What follows belongs to an exercise in optimizing a design on an open flow for small area, a short achievable clock period and few clock cycles per item; a production flow would make more cautious choices. The RTL was checked by simulation tests, not by an equivalence proof against the original design.

Setup of run 1:
## fma_unit
module fma_unit (
    input  wire        clk,
    input  wire        rst,         
    input  wire        in_valid,
    output wire        in_ready,
    input  wire [31:0] a,
    input  wire [31:0] b,
    input  wire [31:0] c,
    output wire        out_valid,
    output wire [31:0] y
);
Settings: LEC_CHECK=0, CAP_MARGIN=20, CORE_MARGIN=2, CORE_UTILIZATION=70, CTS_CLUSTER_DIAMETER=120, CTS_CLUSTER_SIZE=25, PLACE_DENSITY=0.78, SETUP_SLACK_MARGIN=5, SLEW_MARGIN=20, SYNTH_HIERARCHICAL=1, SYNTH_MINIMUM_KEEP_SIZE=0; clock period 32.0 ns.
standard.sh (not shown) runs the stock make flow with config.mk's settings and CLKGATE_MAP_FILE= SYNTH_SCRIPT=/design/flow/synth_recipe.tcl, a recipe that flattens the netlist after the stock synthesis.
==> flow/flow/run.sh <==
#!/bin/bash
set -euo pipefail
MARGIN=24.65
grep -q 'SETUP_SLACK_MARGIN=5' standard.sh
grep -q 'CLKGATE_MAP_FILE= ' standard.sh
sed -e "s/SETUP_SLACK_MARGIN=5/SETUP_SLACK_MARGIN=${MARGIN}/" \
    -e "s/CLKGATE_MAP_FILE= /CLKGATE_MAP_FILE= 'BUFFER_PORTS_ARGS=-buffer_cell sky130_fd_sc_hd__buf_1' /" \
    standard.sh > standard_custom.sh
grep -q "SETUP_SLACK_MARGIN=${MARGIN}" standard_custom.sh
grep -q "BUFFER_PORTS_ARGS" standard_custom.sh
bash standard_custom.sh > make.log 2>&1
Testbench counts of run 1, summed over its fixed seeds: cycles 24,032, items 24,000.
diff inputs: run 1 => run 2
--- a/flow/config.mk
+++ b/flow/config.mk
@@ -9,6 +9,6 @@
 export CORE_MARGIN = 2
 export CORE_UTILIZATION = 70
-export CTS_CLUSTER_DIAMETER = 120
-export CTS_CLUSTER_SIZE = 25
+export CTS_CLUSTER_DIAMETER = 150
+export CTS_CLUSTER_SIZE = 30
 export PLACE_DENSITY = 0.78
 export SETUP_SLACK_MARGIN = 5
[summary]
Looking only at met1 demand-to-capacity share in global routing, and setting everything else aside, the lower value of run 2 and run 1 goes to run 2. Sort run 2 and run 1 by global-route usage over all layers, ascending, and run 1 comes first. Clock tree skew after final layout is lower on run 1. The final net count on run 2 is in line with that on run 1.

## ember
Starting RTL as in the previous note.
Settings: LEC_CHECK=0, CAP_MARGIN=20, CORE_MARGIN=2, CORE_UTILIZATION=80, CTS_CLUSTER_DIAMETER=120, CTS_CLUSTER_SIZE=25, GPL_TIMING_DRIVEN=1, PLACE_DENSITY=0.86, SETUP_SLACK_MARGIN=5, SLEW_MARGIN=20, SYNTH_HIERARCHICAL=1, SYNTH_MINIMUM_KEEP_SIZE=0; clock period 32.0 ns.
==> flow/flow/run.sh <==
#!/bin/bash
set -euo pipefail
MARGIN=24.55
grep -q 'SETUP_SLACK_MARGIN=5' standard.sh
grep -q 'CLKGATE_MAP_FILE= ' standard.sh
sed -e "s/SETUP_SLACK_MARGIN=5/SETUP_SLACK_MARGIN=${MARGIN}/" \
    -e "s/CLKGATE_MAP_FILE= /CLKGATE_MAP_FILE= 'BUFFER_PORTS_ARGS=-buffer_cell sky130_fd_sc_hd__buf_1' /" \
    standard.sh > standard_custom.sh
grep -q "SETUP_SLACK_MARGIN=${MARGIN}" standard_custom.sh
grep -q "BUFFER_PORTS_ARGS" standard_custom.sh
bash standard_custom.sh > make.log 2>&1
ember | status: complete | timing, DRC, antenna: pass
Testbench counts of ember, summed over its fixed seeds: cycles 24,032, items 24,000.
[inputs] pepper vs ember
- removing CTS_CLUSTER_DIAMETER (formerly 120)
- removing GPL_TIMING_DRIVEN (formerly 1)
- changing CORE_UTILIZATION from 80 to 70
- removing CTS_CLUSTER_SIZE (formerly 25)
- changing PLACE_DENSITY from 0.86 to 0.78
diff --git a/flow/flow/run.sh b/flow/flow/run.sh
--- a/flow/flow/run.sh
+++ b/flow/flow/run.sh
@@ -2,3 +2,3 @@
 set -euo pipefail
-MARGIN=24.55
+MARGIN=24.5
 grep -q 'SETUP_SLACK_MARGIN=5' standard.sh
pepper finished every stage and its layout cleared the timing, design-rule and antenna checks.
When pepper is measured against ember, its routed via count turns out 2677 lower.
ember → pepper: utilization went down by 9.6 points, cell area reported after detailed placement was more or less identical, global-route wire length before repair went down by 4.8%.
For fjord, these inputs were changed with respect to pepper:
- setting CTS_CLUSTER_SIZE to 25 for the first time
- changing PLACE_DENSITY from 0.78 to 0.82
- changing CORE_UTILIZATION from 70 to 75
- setting CTS_CLUSTER_DIAMETER to 120 for the first time
- setting GPL_TIMING_DRIVEN to 1 for the first time
==> comparison <==
Final area, fjord vs pepper: down by a few percent. fjord vs. pepper: fraction of met2 tracks used by global routing increased 2.7 points, sum of routed wire segments on met1 moved down, minimum clock period now smaller, area after synthesis was more or less identical, number of buffers other than clock buffers in the final layout shows a reduction of 4.8%. Looking at destination of the critical timing path, the y[4] result is from fjord; the y[6] one comes from pepper. Cmp fjord and pepper / count of clock-buffer cells in the layout / lower: fjord. The fraction of area in multi-input gates in fjord sits 1.8 points above the value recorded for pepper. The reg2reg setup slack number comes out higher for pepper vs fjord. Compared to pepper, the router laid down less metal wire for fjord.
--- input diff fjord..lagoon ---
- CORE_UTILIZATION: 75 -> 70
- GPL_TIMING_DRIVEN: 1 -> unset
- PLACE_DENSITY: 0.82 -> 0.78
diff --git a/flow/flow/run.sh b/flow/flow/run.sh
--- a/flow/flow/run.sh
+++ b/flow/flow/run.sh
@@ -2,3 +2,3 @@
 set -euo pipefail
-MARGIN=24.5
+MARGIN=24.55
 grep -q 'SETUP_SLACK_MARGIN=5' standard.sh
--- outcome ---
Min count of placed standard cells including taps across lagoon and fjord: fjord
Compared with fjord, lagoon shows detailed-route vias per instance that has gone down slightly.
Sort lagoon and fjord by HPWL after detailed placement, ascending, and fjord comes first.
Delta (lagoon minus fjord): number of clock buffers in the layout shrank by 1, overall die area grew by about 7%.
Here is what was changed in the inputs of nickel compared with lagoon.
- CORE_UTILIZATION changed from 70 to 60
- CTS_CLUSTER_DIAMETER changed from 120 to 150
- CTS_CLUSTER_SIZE changed from 25 to 30
- PLACE_DENSITY changed from 0.78 to 0.7
==> flow/flow/run.sh <==
#!/bin/bash
set -euo pipefail
MARGIN=24.7
grep -q 'SETUP_SLACK_MARGIN=5' standard.sh
sed -e "s/SETUP_SLACK_MARGIN=5/SETUP_SLACK_MARGIN=${MARGIN}/" standard.sh > standard_margin.sh
grep -q "SETUP_SLACK_MARGIN=${MARGIN}" standard_margin.sh
bash standard_margin.sh > make.log 2>&1
--- outcome ---
Compared with lagoon, in nickel worst hold slack held steady, number of well taps grew by about 22%, cell area grew by 1.7%.
Compared with lagoon, via total after detailed routing in nickel decreased by a few percent.
nickel against lagoon: setup slack saw a decrease.
Routed wire in nickel totals less than in lagoon.
| placed cell count | nickel vs lagoon | 3.0% higher |

## P
Another version of the RTL of fma_unit (not shown whole).
For scale: about 4300 cells after synthesis, about 130 I/O pins, roughly 38000 µm² of cells after synthesis.
==> flow/config.mk <==
export PLATFORM = sky130hd
export DESIGN_NAME = fma_unit
export DESIGN_NICKNAME = fma_unit
export VERILOG_FILES = /design/flow/design.v
export SDC_FILE = /design/flow/constraint.sdc
export NUM_CORES = 4
export LEC_CHECK = 0
export CAP_MARGIN = 20
export CORE_MARGIN = 2
export CORE_UTILIZATION = 60
export PLACE_DENSITY = 0.7
export SETUP_SLACK_MARGIN = 5
export SLEW_MARGIN = 20
export SYNTH_HIERARCHICAL = 1
export SYNTH_MINIMUM_KEEP_SIZE = 0
==> flow/constraint.sdc <==
create_clock -name core_clock -period 32.0 [get_ports {clk}]
set_input_delay 6.4000 -clock core_clock [delete_from_list [all_inputs] [get_ports {clk}]]
set_output_delay 6.4000 -clock core_clock [all_outputs]
set_load 0.01 [all_outputs]
run.sh (not shown) runs the stock make flow with config.mk's settings and CLKGATE_MAP_FILE= SYNTH_SCRIPT=/design/flow/synth_recipe.tcl, a recipe that flattens the netlist after the stock synthesis.
Stock flow here: none of the scripts above is used.
Testbench counts of P, summed over its fixed seeds: cycles 24,032, items 24,000.
Inputs modified between P and Q:
==> flow/flow/run.sh (new file) <==
#!/bin/bash
set -euo pipefail
MARGIN=24.5
grep -q 'SETUP_SLACK_MARGIN=5' standard.sh
sed -e "s/SETUP_SLACK_MARGIN=5/SETUP_SLACK_MARGIN=${MARGIN}/" standard.sh > standard_margin.sh
grep -q "SETUP_SLACK_MARGIN=${MARGIN}" standard_margin.sh
bash standard_margin.sh > make.log 2>&1
==> flow/standard.sh (new file) <==
#!/bin/bash
# synth_recipe.tcl (not shown) runs the flow's synth.tcl, then flattens the netlist and writes it again
# the make line also repeats each setting of config.mk as NAME=value (left out here)
make -C /OpenROAD-flow-scripts/flow DESIGN_CONFIG=/design/flow/config.mk WORK_HOME=/design/flow/orfs CLKGATE_MAP_FILE= SYNTH_SCRIPT=/design/flow/synth_recipe.tcl "${@:-finish}"
removed: flow/run.sh
Diff P -> Q: area occupied by registers did not really move, total of plain and repair buffers excluding clock buffers grew by 12, routing usage on met2 +0.58 points.
Final cell area excluding filler cells: Q > P
Fraction of layout cells with a size suffix above 1 ends up lower on P.
Looking at Q and P, the global-route usage is a wash.
| met2 wire length | Q vs P | about 1% higher |
Diff Q and P: setup slack lower in P

Setup of JK:
RTL: one of the versions met above, not the one the previous note started from.
Size in the first run: roughly 4200 cells after synthesis, ~38000 um^2 of cells after synthesis.
export LEC_CHECK = 0
export CAP_MARGIN = 20
export CORE_MARGIN = 2
export CORE_UTILIZATION = 72
export CTS_CLUSTER_DIAMETER = 120
export CTS_CLUSTER_SIZE = 25
export GPL_TIMING_DRIVEN = 1
export PLACE_DENSITY = 0.8
export SETUP_SLACK_MARGIN = 5
export SLEW_MARGIN = 20
export SYNTH_HIERARCHICAL = 1
export SYNTH_MINIMUM_KEEP_SIZE = 0
create_clock -name core_clock -period 32.0 [get_ports {clk}]
standard.sh (not shown) runs the stock make flow with config.mk's settings and CLKGATE_MAP_FILE= SYNTH_SCRIPT=/design/flow/synth_recipe.tcl, a recipe that flattens the netlist after the stock synthesis.
==> flow/flow/run.sh <==
#!/bin/bash
set -euo pipefail
MARGIN=24.55
grep -q 'SETUP_SLACK_MARGIN=5' standard.sh
grep -q 'CLKGATE_MAP_FILE= ' standard.sh
sed -e "s/SETUP_SLACK_MARGIN=5/SETUP_SLACK_MARGIN=${MARGIN}/" \
    -e "s/CLKGATE_MAP_FILE= /CLKGATE_MAP_FILE= 'BUFFER_PORTS_ARGS=-buffer_cell sky130_fd_sc_hd__buf_1' /" \
    standard.sh > standard_custom.sh
grep -q "SETUP_SLACK_MARGIN=${MARGIN}" standard_custom.sh
grep -q "BUFFER_PORTS_ARGS" standard_custom.sh
bash standard_custom.sh > make.log 2>&1
Testbench counts of JK, summed over its fixed seeds: cycles 24,032, items 24,000.
Here is what was changed in the inputs of PW compared with JK.
- CORE_UTILIZATION now 75, was 72
- PLACE_DENSITY now 0.82, was 0.8
==> comparison <==
- PW vs JK: clock-buffer cell count down
- From JK to PW the numbers moved as follows: remaining number of nets flagged by the antenna check after routing saw little to no change, area overhead of the layout relative to synthesis level, shortest clock period the worst path allows after layout went up by 0.014 ns, upper clock frequency limit now sits at about the same level.
- PW: non-filler instance count after layout is 24 lower than what JK reported.
- As far as path length in cells of the critical path goes, PW and JK are indistinguishable; the numbers are identical.
- JK vs PW, startpoint of the most critical setup path: u_core.y[22] vs u_core.y[10]
- First-pass GRT wire length delta (PW − JK): unfavourable

afterwards: timing with drivers on the ports:
The results above use ideal ports. As a check the final layouts listed here were re-extracted and re-timed, cells and wires unchanged. Step 1 assumes that a clkbuf_16 drives the clock port and a buf_2 every other input. Step 2, shift: input delay + t, output delay - t, t = (earliest + latest rising clock arrival at the registers) / 2. This alone moves slack from input paths to output paths. Slacks: no drivers / after step 1 / after step 2; pairs: no drivers / after step 1.
| run | shift t [ns] | setup slack, ns | worst hold slack (ns) | worst setup path after step 2 | worst data-port slew with drivers (ns) |
|---|---|---|---|---|---|
| run 1 | 0.631 | 24.583 / 24.517 / 24.796 | 0.337 / 0.337 / 0.337 | register to register | 0.05 |
| run 2 | 0.632 | 24.552 / 24.490 / 24.831 | 0.340 / 0.340 / 0.340 | register to register | 0.04 |
| ember | 0.647 | 24.536 / 24.473 / 24.579 | 0.336 / 0.336 / 0.336 | register to register | 0.05 |
| pepper | 0.657 | 24.513 / 24.449 / 24.675 | 0.328 / 0.328 / 0.328 | register to register | 0.05 |
| fjord | 0.632 | 24.524 / 24.461 / 24.608 | 0.343 / 0.343 / 0.343 | register to register | 0.05 |
| lagoon | 0.631 | 24.565 / 24.501 / 24.686 | 0.336 / 0.336 / 0.336 | register to register | 0.05 |
| nickel | 0.630 | 24.561 / 24.491 / 24.830 | 0.336 / 0.336 / 0.336 | input to register | 0.05 |
| P | 0.634 | 23.520 / 23.520 / 23.520 | 0.325 / 0.325 / 0.325 | register to register | 0.04 |
| Q | 0.634 | 24.570 / 24.505 / 24.587 | 0.324 / 0.324 / 0.324 | register to register | 0.04 |
| JK | 0.625 | 24.578 / 24.514 / 24.692 | 0.332 / 0.332 / 0.332 | register to register | 0.05 |
| PW | 0.631 | 24.564 / 24.502 / 24.740 | 0.345 / 0.345 / 0.345 | register to register | 0.05 |
After both steps setup and hold are still met in every run listed.
